Background: an optimization exercise with open tools, aiming at small area, a short achievable clock period and few clock cycles. Do not read the settings as production practice.
Only simulation tests tie the RTL to the original design; equivalence was not proved.

==> v34: inputs <==
==> flow/design.v (excerpt) <==
module feng_regress (
    input  wire        clk,
    input  wire        rst,           
    input  wire [1:0]  cfg_method,    
    input  wire [3:0]  cfg_prescale,  
    input  wire        in_valid,
    output wire        in_ready,
    input  wire        in_close,      
    input  wire [47:0] in_stamp,      
    input  wire        in_missed,     
    output reg         out_valid,
    output wire [24:0] out_n,
    output wire [63:0] out_period,    
    output wire [87:0] out_freq,      
    output wire [51:0] out_spread,    
    output wire [63:0] out_min,       
    output wire [63:0] out_max,       
    output reg         out_fallback,
    output reg         out_nosignal,
    output reg         out_lost
);
export LEC_CHECK = 0
export CAP_MARGIN = 20
export CORE_MARGIN = 2
export CORE_UTILIZATION = 55
export PLACE_DENSITY = 0.65
export SLEW_MARGIN = 20
export SYNTH_HIERARCHICAL = 1
export SYNTH_MINIMUM_KEEP_SIZE = 0
create_clock -name core_clock -period 25.0 [get_ports {clk}]
standard.sh (not shown) runs the stock make flow with config.mk's settings and CLKGATE_MAP_FILE= SYNTH_SCRIPT=/design/flow/synth_recipe.tcl, a recipe that flattens the netlist after the stock synthesis.
==> flow/flow/run.sh <==
#!/bin/bash
set -euo pipefail
MARGIN=$(awk -v p="${FLOW_PERIOD_NS:-25}" 'BEGIN { printf "%.2f", p - 6.6 }')
bash standard.sh synth > synth.log 2>&1
bash standard.sh SETUP_SLACK_MARGIN="$MARGIN" MATCH_CELL_FOOTPRINT=0 finish > layout.log 2>&1
==> inputs of v5, as changes to v34 <==
--- a/flow/design.v
+++ b/flow/design.v
@@ -1933,12 +1933,41 @@
     wire w2023, w2024; feng_xnor xw2023 (.a(accn[108]), .b(w2022), .y(w2023)); feng_or ow2023 (.a(accn[108]), .b(w2022), .y(w2024));
     wire w2025, w2026; feng_xnor xw2025 (.a(accn[109]), .b(w2024), .y(w2025)); feng_or ow2025 (.a(accn[109]), .b(w2024), .y(w2026));
     assign accn_n = {w2025, w2023, w2021, w2019, w2017, w2015, w2013, w2011, w2009, w2007, w2005, w2003, w2001, w1999, w1997, w1995, w1993, w1991, w1989, w1987, w1985, w1983, w1981, w1979, w1977, w1975, w1973, w1971, w1969, w1967, w1965, w1963, w1961, w1959, w1957, w1955, w1953, w1951, w1949, w1947, w1945, w1943, w1941, w1939, w1937, w1935, w1933, w1931, w1929, w1927, w1925, w1923, w1921, w1919, w1917, w1915, w1913, w1911, w1909, w1907, w1905, w1903, w1901, w1899, w1897, w1895, w1893, w1891, w1889, w1887, w1885, w1883, w1881, w1879, w1877, w1875, w1873, w1871, w1869, w1867, w1865, w1863, w1861, w1859, w1857, w1855, w1853, w1851, w1849, w1847, w1845, w1843, w1841, w1839, w1837, w1835, w1833, w1831, w1829, w1827, w1825, w1823, w1821, w1819, w1817, w1815, w1813, w1811, w1809, w1807};
     assign coutn = {w2018, w1980, w1966, w1956, w1948, w1940, w1934, w1928, w1922, w1916, w1912, w1908, w1904, w1900, w1896, w1892, w1888, w1882, w1876, w1870, w1864, w1856, w1848, w1840, w1828};
 endmodule
-module feng_cexp (input wire [24:0] cinn, output wire [109:0] c);
-    assign c = {1'b0, 1'b0, 1'b0, ~cinn[24], 1'b0, 1'b0, 1'b0, 1'b0, 1'b0, 1'b0, 1'b0, 1'b0, 1'b0, 1'b0, 1'b0, 1'b0, 1'b0, 1'b0, 1'b0, 1'b0, 1'b0, 1'b0, ~cinn[23], 1'b0, 1'b0, 1'b0, 1'b0, 1'b0, 1'b0, ~cinn[22], 1'b0, 1'b0, 1'b0, 1'b0, ~cinn[21], 1'b0, 1'b0, 1'b0, ~cinn[20], 1'b0, 1'b0, 1'b0, ~cinn[19], 1'b0, 1'b0, ~cinn[18], 1'b0, 1'b0, ~cinn[17], 1'b0, 1'b0, ~cinn[16], 1'b0, 1'b0, ~cinn[15], 1'b0, ~cinn[14], 1'b0, ~cinn[13], 1'b0, ~cinn[12], 1'b0, ~cinn[11], 1'b0, ~cinn[10], 1'b0, ~cinn[9], 1'b0, ~cinn[8], 1'b0, 1'b0, ~cinn[7], 1'b0, 1'b0, ~cinn[6], 1'b0, 1'b0, ~cinn[5], 1'b0, 1'b0, ~cinn[4], 1'b0, 1'b0, 1'b0, ~cinn[3], 1'b0, 1'b0, 1'b0, ~cinn[2], 1'b0, 1'b0, 1'b0, ~cinn[1], 1'b0, 1'b0, 1'b0, 1'b0, 1'b0, ~cinn[0], 1'b0, 1'b0, 1'b0, 1'b0, 1'b0, 1'b0, 1'b0, 1'b0, 1'b0, 1'b0, 1'b0};
+module feng_cbit (input wire [24:0] cinn, input wire [7:0] j, output reg c);
+    always @(*) begin
+        case (j)
+            8'd11: c = ~cinn[0];
+            8'd17: c = ~cinn[1];
+            8'd21: c = ~cinn[2];
+            8'd25: c = ~cinn[3];
+            8'd29: c = ~cinn[4];
+            8'd32: c = ~cinn[5];
+            8'd35: c = ~cinn[6];
+            8'd38: c = ~cinn[7];
+            8'd41: c = ~cinn[8];
+            8'd43: c = ~cinn[9];
+            8'd45: c = ~cinn[10];
+            8'd47: c = ~cinn[11];
+            8'd49: c = ~cinn[12];
+            8'd51: c = ~cinn[13];
+            8'd53: c = ~cinn[14];
+            8'd55: c = ~cinn[15];
+            8'd58: c = ~cinn[16];
+            8'd61: c = ~cinn[17];
+            8'd64: c = ~cinn[18];
+            8'd67: c = ~cinn[19];
+            8'd71: c = ~cinn[20];
+            8'd75: c = ~cinn[21];
+            8'd80: c = ~cinn[22];
+            8'd87: c = ~cinn[23];
+            8'd106: c = ~cinn[24];
+            default: c = 1'b0;
+        endcase
+    end
 endmodule
 module feng_regress (
     input  wire        clk,
     input  wire        rst,           
     input  wire [1:0]  cfg_method,    
@@ -2080,11 +2109,11 @@
     always @(posedge clk) begin
         if (rst) rdy <= 1'b0;
         else     rdy <= ~(close_acc | ((c0 | c1 | c2p) & ~cu_idle));
     end
     localparam [6:0]
-        P_IDLE = 7'd0,  P_DEC  = 7'd1,  P_NORM = 7'd62,
+        P_IDLE = 7'd0,  P_DEC  = 7'd1,
         P_CK1  = 7'd2,  P_CK1A = 7'd3,  P_CK1B = 7'd4,  P_CK1D = 7'd5,  P_CK1C = 7'd6,
         P_CK2  = 7'd7,  P_CK2A = 7'd8,  P_CK2B = 7'd9,  P_CK1M = 7'd63, P_CK2M = 7'd64,
         P_RV   = 7'd10, P_RV1  = 7'd11, P_RV2  = 7'd12, P_RV3  = 7'd13, P_RV5 = 7'd14, P_RV4 = 7'd15,
         P_RVM  = 7'd65,
         P_RE   = 7'd16, P_RE1  = 7'd17, P_RE2  = 7'd18,
@@ -2105,13 +2134,11 @@
     reg  [7:0]   cnt, cnt_n;
     reg          sb, sb_n;    
     reg          ub, ub_n;    
     reg          sc;          
     reg          sbr;         
-    reg  [24:0]  mq;          
-    reg  [24:0]  nn;          
-    reg  [4:0]   lz;          
+    reg          nb;          
     reg          fb;          
     reg  [24:0]  rn;          
     reg  [66:0]  ru;          
     reg  [93:0]  rw;          
     reg  [49:0]  re;          
@@ -2132,32 +2159,37 @@
     assign out_freq   = L[87:0];
     assign out_spread = rd[51:0];
     assign out_min    = rmin;
     assign out_max    = rmax[63:0];
     reg  [24:0] rm;                     
-    wire [109:0] cu_x, cd_x;
-    feng_cexp u_cxu (.cinn(cu), .c(cu_x));
-    feng_cexp u_cxd (.cinn(cd), .c(cd_x));
-    wire [109:0] cx    = (ph == P_FBB) ? cd_x : cu_x;
+    wire [NC-1:0] cx   = (ph == P_FBB) ? cd : cu;
     wire [7:0]   cn1   = cnt + 8'd1;
+    wire         cb, cb1;
+    feng_cbit u_cb0 (.cinn(cx), .j(cnt), .c(cb));
+    feng_cbit u_cb1 (.cinn(cx), .j(cn1), .c(cb1));
     wire         la    = ~L[0];
-    wire         cb    = (cnt < 8'd110) & cx[cnt[6:0]];
     wire         scn   = (la & cb) | (la & sc) | (cb & sc);
-    wire         sbr_n = ~L[1] ^ ((cn1 < 8'd110) & cx[cn1[6:0]]) ^ scn;
+    wire         sbr_n = ~L[1] ^ cb1 ^ scn;
     wire        ub_ra = (cn1 < 8'd67) & ru[cn1[6:0]];
     wire        ub_rq = (cn1 < 8'd94) & rw[cn1[6:0]];
     wire        ub_fb = (cn1 < 8'd43) & rup[cn1[5:0]];
     wire last24 = (cnt == 8'd24);
+    reg  [4:0] lz;
+    integer    li;
+    always @(*) begin
+        lz = 5'd24;
+        for (li = 0; li < 25; li = li + 1)
+            if (rn[li]) lz = 5'd24 - li[4:0];
+    end
     wire [7:0] clz = {3'd0, lz};
     always @(*) begin
         ph_n  = ph;
         cnt_n = cnt;
         sb_n  = sb;
         ub_n  = ub;
         case (ph)
-        P_IDLE: if (snap) ph_n = P_NORM;
-        P_NORM: if (nn[24] || lz == 5'd24) ph_n = P_DEC;
+        P_IDLE: if (snap) ph_n = P_DEC;
         P_DEC: begin
             cnt_n = clz;
             if (meth == 2'd1 ? (rn < 25'd3) : (rn < 25'd2))
                 ph_n = P_NS;
             else if (meth == 2'd2 || (meth != 2'd1 && (rn < 25'd16 || out_lost)))
@@ -2386,11 +2418,11 @@
                        9'd0};
     reg         bgate;
     always @(*) begin
         case (bgm)
             2'd0:    bgate = 1'b1;
-            2'd1:    bgate = mq[24];
+            2'd1:    bgate = nb;
             2'd2:    bgate = sbr;
             default: bgate = L[0];
         endcase
     end
     wire        inv = divm ? ~hneg : binv;
@@ -2410,18 +2442,16 @@
             2'd1:    L <= {sum[0], L[133:1]};
             2'd2:    L <= {L[132:0], qb};
             2'd3:    L <= {L[131:0], 2'b00};
             default: ;
         endcase
-        mq <= {mq[23:0], 1'b0};
+        nb <= rn[5'd24 - cnt_n[4:0]];
         begin
             case (ph)
             P_IDLE: if (snap) begin
                 rn    <= n_acc;
                 rm    <= n_acc - 25'd1;
-                nn    <= n_acc;
-                lz    <= 5'd0;
                 ru    <= su;
                 rw    <= {2'd0, sw, 1'b0};
                 cw    <= sw_c;
                 L     <= {{24{1'b1}}, suu};
                 cu    <= suu_c;
@@ -2432,27 +2462,24 @@
                 rup   <= u1;
                 meth  <= meth0;
                 ps    <= ps0;
                 out_lost <= missed;
             end
-            P_NORM: if (!(nn[24] || lz == 5'd24)) begin
-                nn <= {nn[23:0], 1'b0};
-                lz <= lz + 5'd1;
-            end
-            P_DEC:  begin H <= 100'd0; mq <= nn; end
-            P_CK1C: begin H <= 100'd0; mq <= nn; end
-            P_CK2B: begin H <= 100'd0; mq <= nn; end
+            P_DEC:  begin H <= 100'd0; end
+            P_CK1C: begin H <= 100'd0; end
+            P_CK2B: begin H <= 100'd0; end
             P_RV2:  rw <= H[93:0];
-            P_RV4:  begin rw <= H[93:0]; H <= 100'd0; mq <= nn; end
-            P_RE2:  begin re <= H[49:0]; H <= 100'd0; mq <= nn; end
+            P_RV4:  begin rw <= H[93:0]; H <= 100'd0; end
+            P_RE2:  begin re <= H[49:0]; H <= 100'd0; end
             P_RNE1: rmax <= H[71:0];
-            P_RC1:  begin re <= H[49:0]; H <= 100'd0; mq <= nn; end
-            P_R3A1: begin rd <= {10'd0, H}; H <= 100'd0; mq <= nn; end
+            P_RC1:  begin re <= H[49:0]; H <= 100'd0; end
+            P_R3A1: begin rd <= {10'd0, H}; H <= 100'd0; end
             P_R3B1: begin rd <= {10'd0, H}; H <= 100'd0; sc <= 1'b0; sbr <= ~L[0]; end
             P_RA, P_FBB: if (!(sb & ub)) begin sc <= scn; sbr <= sbr_n; end
-            P_RX:   if (cnt == 8'd103) begin H <= 100'd0; ru <= 67'd0; end
-            P_FY:   if (cnt == 8'd103) begin H <= 100'd0; ru <= 67'd0; end
+            P_RQ:   if (cnt == 8'd0 && sb) ru <= {2'd0, H[64:1], 1'b0};
+            P_RX:   if (cnt == 8'd103) H <= 100'd0;
+            P_FY:   if (cnt == 8'd103) H <= 100'd0;
             P_SQ:   ru <= {ru[65:0], qb};
             P_RSP1: begin
                 rd <= {58'd0, H[52:1]};
                 L  <= {rw, 40'd0};
                 H  <= 100'd0;
@@ -2460,17 +2487,18 @@
             P_RND1: begin
                 ru <= {2'd0, H[64:1], 1'b0};
                 L  <= {21'd1953125, 7'd0, H[64:1], 42'd0};
                 H  <= 100'd0;
             end
-            P_RF: if (cnt == 8'd87 && !fb) begin
-                rmin <= 64'd0;
-                rmax <= 72'd0;
+            P_RF0: if (cnt == 8'd0 && !fb) begin
+                rmin <= H[63:0];
+                rmax <= {8'd0, H[63:0]};
             end
             P_FB: begin
-                H <= 100'd0; mq <= nn;
-                if (rn == 25'd2) rd <= 110'd0;
+                H  <= 100'd0;
+                ru <= {2'd0, H[64:1], 1'b0};
+                if (rn == 25'd2) rd <= {58'd0, H[52:1]};
             end
             P_FMM1: begin
                 re <= H[49:0];
                 L  <= {24'd0, rd};    
                 H  <= 100'd0;
@@ -2482,15 +2510,15 @@
             P_FP: begin
                 L <= {rup, 91'd0};
                 H <= 100'd0;
             end
             P_NS: begin
-                ru   <= 67'd0;
-                L    <= 134'd0;
-                rd   <= 110'd0;
-                rmin <= 64'd0;
-                rmax <= 72'd0;
+                ru   <= {2'd0, H[64:1], 1'b0};
+                L    <= {21'd1953125, 7'd0, H[64:1], 42'd0};
+                rd   <= {58'd0, H[52:1]};
+                rmin <= H[63:0];
+                rmax <= {8'd0, H[63:0]};
             end
             default: ;
             endcase
         end
     end
==> reports/metrics.sh <==
OUTCOME='timing/DRC/antenna clean'
INTERNAL-POWER_mW=8.06
GRTUSAGEMET3_PCT=20.3
START_UTIL_PCT=55.4
SWITCHING_SHARE_PCT=48.8
FINAL-SEQ-AREA_SQ_UM=42200
TRITONCTS_NUM_SINKS=1736
the above is filed under v34

==> reports/metrics.sh <==
GRTUSAGEMET3_PCT=21.3
FINAL-SEQ-AREA_SQ_UM=40800
OUTCOME='timing/DRC/antenna clean'
TIMING.MAX_CAP.VIOLATIONS=0
TRITONCTS_NUM_SINKS=1682
START_UTIL_PCT=55.2
SWITCHING_SHARE_PCT=48.2
the above is filed under v5

Testbench counts of v34, summed over its fixed seeds: cycles 372,675.
Testbench counts of v5, summed over its fixed seeds: cycles 372,387.

-- static timing again, ports no longer ideal --
In the flow no input, the clock included, has a driving cell. The finished layouts below were timed again as built, in two steps. Step 1 (the two cells are an assumption about what drives the block):
set clk [get_ports {clk}]
set_driving_cell -lib_cell sky130_fd_sc_hd__clkbuf_16 $clk
set_driving_cell -lib_cell sky130_fd_sc_hd__buf_2 [delete_from_list [all_inputs] $clk]
Step 2 times the ports against the registers' clock, not the clock port: input delays grow and output delays shrink by t, the midpoint of the rising clock arrivals with the driver on. Three values: ideal, step 1, step 2; two values: the first two.
run | t, ns | setup slack, ns | hold WS [ns]
v34 | 1.018 | 18.149 / 18.131 / 18.149 | 0.332 / 0.332 / 0.332
v5 | 0.980 | 18.281 / 18.167 / 18.289 | 0.339 / 0.339 / 0.339
After both steps every run listed still meets setup and hold.
